This is an optimization exercise on Yosys and OpenROAD, whose aim is small area, a short achievable clock period and few clock cycles per item, not a production implementation. At most, simulation tests tie the RTL to the original design; equivalence was not proved. The clock port is modelled as an ideal driver; clocking choices that lean on that would not hold on a real chip.

delta:
==> flow/design.v <==
module psn_line_decoder (
    input  wire        clk,
    input  wire        rst_n,
    input  wire        in_valid,
    output wire        in_ready,
    input  wire [39:0] in_beat,
    input  wire        in_marked,
    input  wire [3:0]  in_mark_pos,
    output wire        out_valid,
    input  wire        out_ready,
    output wire [31:0] out_data,
    output wire        out_last,
    output wire [2:0]  out_status,
    output wire [3:0]  out_pos
);
    localparam integer RN = 18;           
    localparam integer EX = RN - 2;       
    localparam [2:0] ST_CLEAN     = 3'd0;
    localparam [2:0] ST_CORRECTED = 3'd1;
    localparam [2:0] ST_ERASURE   = 3'd2;
    localparam [2:0] ST_UNCORR    = 3'd3;
    localparam [2:0] ST_POISON    = 3'd4;
    function [3:0] gf_mul;
        input [3:0] a;
        input [3:0] b;
        reg   [6:0] p;
        integer i;
        begin
            p = 7'd0;
            for (i = 0; i < 4; i = i + 1)
                if (b[i]) p = p ^ ({3'd0, a} << i);
            if (p[6]) p = p ^ 7'b1001100;
            if (p[5]) p = p ^ 7'b0100110;
            if (p[4]) p = p ^ 7'b0010011;
            gf_mul = p[3:0];
        end
    endfunction
    function [3:0] locator;
        input [3:0] p;
        begin
            case (p)
                4'd0: locator = 4'hA;  4'd1: locator = 4'h5;  4'd2: locator = 4'hB;
                4'd3: locator = 4'hC;  4'd4: locator = 4'h6;  4'd5: locator = 4'h3;
                4'd6: locator = 4'h8;  4'd7: locator = 4'h4;  4'd8: locator = 4'h2;
                4'd9: locator = 4'h1;
                default: locator = 4'h0;
            endcase
        end
    endfunction
    function [4:0] dec_off;
        input [4:0] s;
        begin
            dec_off = (s == 5'd0) ? RN - 1 : s - 5'd1;
        end
    endfunction
    reg [31:0] r0_d;            
    reg [3:0]  r0_s;            
    reg [31:0] rd [1:RN-1];
    reg [3:0]  rs [1:RN-1];
    reg        in_ready_q;
    wire       wr = in_valid & in_ready_q;
    reg [3:0] s0_in, s1_in;
    integer k;
    always @(*) begin
        s0_in = 4'd0;
        s1_in = 4'd0;
        for (k = 0; k < 10; k = k + 1) begin
            s0_in = s0_in ^ in_beat[4*k +: 4];
            s1_in = s1_in ^ gf_mul(in_beat[4*k +: 4], locator(k[3:0]));
        end
    end
    integer i;
    always @(posedge clk) begin
        if (in_ready_q) begin
            r0_d <= in_beat[31:0];
            r0_s <= s0_in;
        end else begin
            r0_d <= rd[RN-1];
            r0_s <= rs[RN-1];
        end
        rd[1] <= r0_d;
        rs[1] <= r0_s;
        for (i = 2; i < RN; i = i + 1) begin
            rd[i] <= rd[i-1];
            rs[i] <= rs[i-1];
        end
    end
    reg        q_v;
    reg [3:0]  q_s1;            
    reg        q_mk;
    reg [3:0]  q_mp;
    always @(posedge clk) begin
        q_s1 <= s1_in;
        q_mk <= in_marked;
        q_mp <= in_mark_pos;
        q_first <= (bcnt == 4'd0);
        q_last  <= (bcnt == 4'd15);
    end
    reg [3:0]  bcnt;            
    reg        q_first, q_last;  
    reg [9:0]  f_good;          
    reg        f_clean;
    reg        f_poison;
    reg [9:0]  b_good;
    reg [3:0]  r_m;
    reg [3:0]  lm;
    integer p;
    always @(*) begin
        for (p = 0; p < 10; p = p + 1)
            b_good[p] = ((q_s1 ^ gf_mul(locator(p[3:0]), r0_s)) == 4'd0);
        lm  = locator(q_mp);
        r_m = q_s1 ^ gf_mul(lm, r0_s);
    end
    wire b_clean  = (r0_s == 4'd0) && (q_s1 == 4'd0);
    wire b_poison = q_mk ? (r_m == 4'h2) : (r0_s == 4'h0 && q_s1 == 4'h2);
    wire       first = q_first;
    wire [9:0] n_good   = (first ? 10'h3FF : f_good) & b_good;
    wire       n_clean  = (first | f_clean)  & b_clean;
    wire       n_poison = (first | f_poison) & b_poison;
    wire       n_eras   = (first | f_good[q_mp]) & (r_m == 4'd0);
    reg [2:0] dec_st;
    reg [3:0] dec_fp;
    always @(*) begin
        dec_st = ST_UNCORR;
        dec_fp = 4'hF;
        if (n_poison) begin
            dec_st = ST_POISON;
            dec_fp = q_mk ? q_mp : 4'hF;
        end else if (!q_mk) begin
            if (n_clean) begin
                dec_st = ST_CLEAN;
            end else if (|n_good) begin
                dec_st = ST_CORRECTED;
                dec_fp = {n_good[8] | n_good[9],
                          n_good[4] | n_good[5] | n_good[6] | n_good[7],
                          n_good[2] | n_good[3] | n_good[6] | n_good[7],
                          n_good[1] | n_good[3] | n_good[5] | n_good[7] | n_good[9]};
            end
        end else if (n_eras) begin
            dec_st = ST_ERASURE;
            dec_fp = q_mp;
        end
    end
    reg        pend_v;
    reg [2:0]  pend_st;
    reg [3:0]  pend_fp;
    reg [4:0]  wr_off;
    reg [4:0]  rd_off;
    reg [4:0]  count;           
    reg [3:0]  rd_idx;          
    reg        a_v;
    reg [31:0] a_d;
    reg        a_last;
    reg [2:0]  a_st;
    reg [3:0]  a_pos;
    reg [3:0]  a_fp;
    wire       ext_ok = (rd_off == 5'd0) && (count != 5'd0) && (pend_v || rd_idx != 4'd0);
    wire       a_load = !a_v || out_ready;
    wire       ext    = ext_ok && a_load;
    wire [2:0] x_st = (rd_idx == 4'd0) ? pend_st : a_st;
    wire [3:0] x_fp = (rd_idx == 4'd0) ? pend_fp : a_fp;
    reg [31:0] x_mask;
    integer n;
    always @(*) begin
        for (n = 0; n < 8; n = n + 1)
            x_mask[4*n +: 4] = (x_fp == n) ? rs[EX] : 4'd0;
    end
    wire       inc = wr & ~ext;
    wire       dec = ext & ~wr;
    wire [4:0] count_p1 = count + 5'd1;
    wire [4:0] count_m1 = count - 5'd1;
    wire       c_eq0  = (count == 5'd0);
    wire       c_eq1  = (count == 5'd1);
    wire       c_eqf1 = (count == RN - 1);
    wire       c_eqf  = (count == RN);
    wire       full_n = (c_eqf1 & inc) | (c_eqf & ~dec);
    wire       zero_n = (c_eq0 & ~inc) | (c_eq1 & dec);
    wire       slot_n = wr | (wr_off == 5'd1);
    wire       in_ready_n = ~full_n & (slot_n | zero_n);
    always @(posedge clk) begin
        if (!rst_n) begin
            q_v        <= 1'b0;
            bcnt       <= 4'd0;
            pend_v     <= 1'b0;
            wr_off     <= 5'd0;
            rd_off     <= 5'd0;
            count      <= 5'd0;
            rd_idx     <= 4'd0;
            a_v        <= 1'b0;
            in_ready_q <= 1'b1;
        end else begin
            q_v <= wr;
            if (inc)
                count <= count_p1;
            else if (dec)
                count <= count_m1;
            wr_off <= wr ? 5'd0 : dec_off(wr_off);
            if (wr && count == 5'd0)
                rd_off <= RN - 2;
            else if (!ext)
                rd_off <= dec_off(rd_off);
            in_ready_q <= in_ready_n;
            if (wr)
                bcnt <= bcnt + 4'd1;
            if (q_v && q_last)
                pend_v <= 1'b1;
            else if (ext && rd_idx == 4'd0)
                pend_v <= 1'b0;
            if (a_load)
                a_v <= ext_ok;
            if (ext)
                rd_idx <= rd_idx + 4'd1;
        end
    end
    always @(posedge clk) begin
        if (q_v) begin
            f_good   <= n_good;
            f_clean  <= n_clean;
            f_poison <= n_poison;
            if (q_last) begin
                pend_st <= dec_st;
                pend_fp <= dec_fp;
            end
        end
        if (ext) begin
            a_last <= (rd_idx == 4'd15);
            a_st   <= x_st;
            a_pos  <= (x_st == ST_CORRECTED || x_st == ST_ERASURE) ? x_fp : 4'hF;
            a_fp   <= x_fp;
        end
        if (a_load)
            a_d <= rd[EX] ^ x_mask;
    end
    assign in_ready   = in_ready_q;
    assign out_valid  = a_v;
    assign out_data   = a_d;
    assign out_last   = a_last;
    assign out_status = a_st;
    assign out_pos    = a_pos;
endmodule
Settings: LEC_CHECK=0, CAP_MARGIN=10, CORE_MARGIN=2, CORE_UTILIZATION=55, CTS_CLUSTER_DIAMETER=80, CTS_CLUSTER_SIZE=30, SETUP_SLACK_MARGIN=4.3, SLEW_MARGIN=10; clock period 7.0 ns.
standard.sh (not shown) runs the stock make flow with config.mk's settings and CLKGATE_MAP_FILE= SYNTH_SCRIPT=/design/flow/synth_recipe.tcl, a recipe that flattens the netlist after the stock synthesis.
==> flow/flow/run.sh <==
#!/bin/bash
# The standard layout (standard.sh, unchanged synthesis, floorplan, power grid and
# routing) with two settings passed to the ORFS scripts:
#  - the ports are buffered with sky130_fd_sc_hd__buf_2 instead of the default cell
#    (clkdlybuf4s50_1, a delay cell), still one buffer per input and output port;
#  - clock tree synthesis without dummy loads, with the sink clustering of config.mk.
# standard.sh's full output goes to standard.log in the work folder; ORFS's own logs
# stay under orfs/logs.
set -euo pipefail
export BUFFER_PORTS_ARGS="-buffer_cell sky130_fd_sc_hd__buf_2"
export CTS_ARGS="-sink_clustering_enable -repair_clock_nets -sink_clustering_size 30 -sink_clustering_max_diameter 80 -dont_use_dummy_load"
bash standard.sh > standard.log 2>&1
The inputs of onyx differ from those of delta as listed below.
--- a/flow/design.v
+++ b/flow/design.v
@@ -114,13 +114,19 @@
     wire b_clean  = (r0_s == 4'd0) && (q_s1 == 4'd0);
     wire b_poison = q_mk ? (r_m == 4'h2) : (r0_s == 4'h0 && q_s1 == 4'h2);
     wire       first = q_first;
     wire [9:0] n_good   = (first ? 10'h3FF : f_good) & b_good;
     wire       n_clean  = (first | f_clean)  & b_clean;
     wire       n_poison = (first | f_poison) & b_poison;
-    wire       n_eras   = (first | f_good[q_mp]) & (r_m == 4'd0);
+    reg        n_eras;          
+    integer e;
+    always @(*) begin
+        n_eras = 1'b0;
+        for (e = 0; e < 10; e = e + 1)
+            if (q_mp == e) n_eras = n_good[e];
+    end
     reg [2:0] dec_st;
     reg [3:0] dec_fp;
     always @(*) begin
         dec_st = ST_UNCORR;
         dec_fp = 4'hF;
         if (n_poison) begin
Between delta and onyx, least setup slack across all paths after layout decreased. Density: onyx denser than delta. For placement-stage cell area, delta and onyx come out practically identical. Area overhead of the layout relative to synthesis in onyx vs delta: up 0.33 points. | multi-input combinational cell count | onyx vs delta | 4 higher |. Flip-flop and latch area across onyx and delta: no real change. Cell count: onyx higher than delta.
Testbench counts of onyx, summed over its fixed seeds: cycles 23,148, lines 1,440.
Only the layout flow was run in delta; the RTL was not checked for function there.

-- what the ideal ports hide --
No port has a modelled driver above. Below, the same layouts with a new extraction and two added sets of constraints. Step 1 (the two cells are an assumption about what drives the block):
set clk [get_ports {clk}]
set_driving_cell -lib_cell sky130_fd_sc_hd__clkbuf_16 $clk
set_driving_cell -lib_cell sky130_fd_sc_hd__buf_2 [delete_from_list [all_inputs] $clk]
Step 2 also shifts input and output timing later by t, the mid clock arrival at the registers, as if the neighbouring blocks saw the same clock. Three values: ideal ports, drivers, drivers and shift; two values: the first two.
| run | t, ns | setup WS [ns] | hold WS [ns] | worst setup path at the end |
|---|---|---|---|---|
| delta | 0.638 | 4.365 / 4.310 / 3.854 | 0.285 / 0.285 / 0.285 | input to register |
| onyx | 0.625 | 4.277 / 4.226 / 3.842 | 0.266 / 0.266 / 0.266 | input to register |
After both steps every run listed still meets setup and hold. For delta, which loses most, drivers alone change the setup slack by -0.055 ns; drivers and shift together by -0.511 ns.
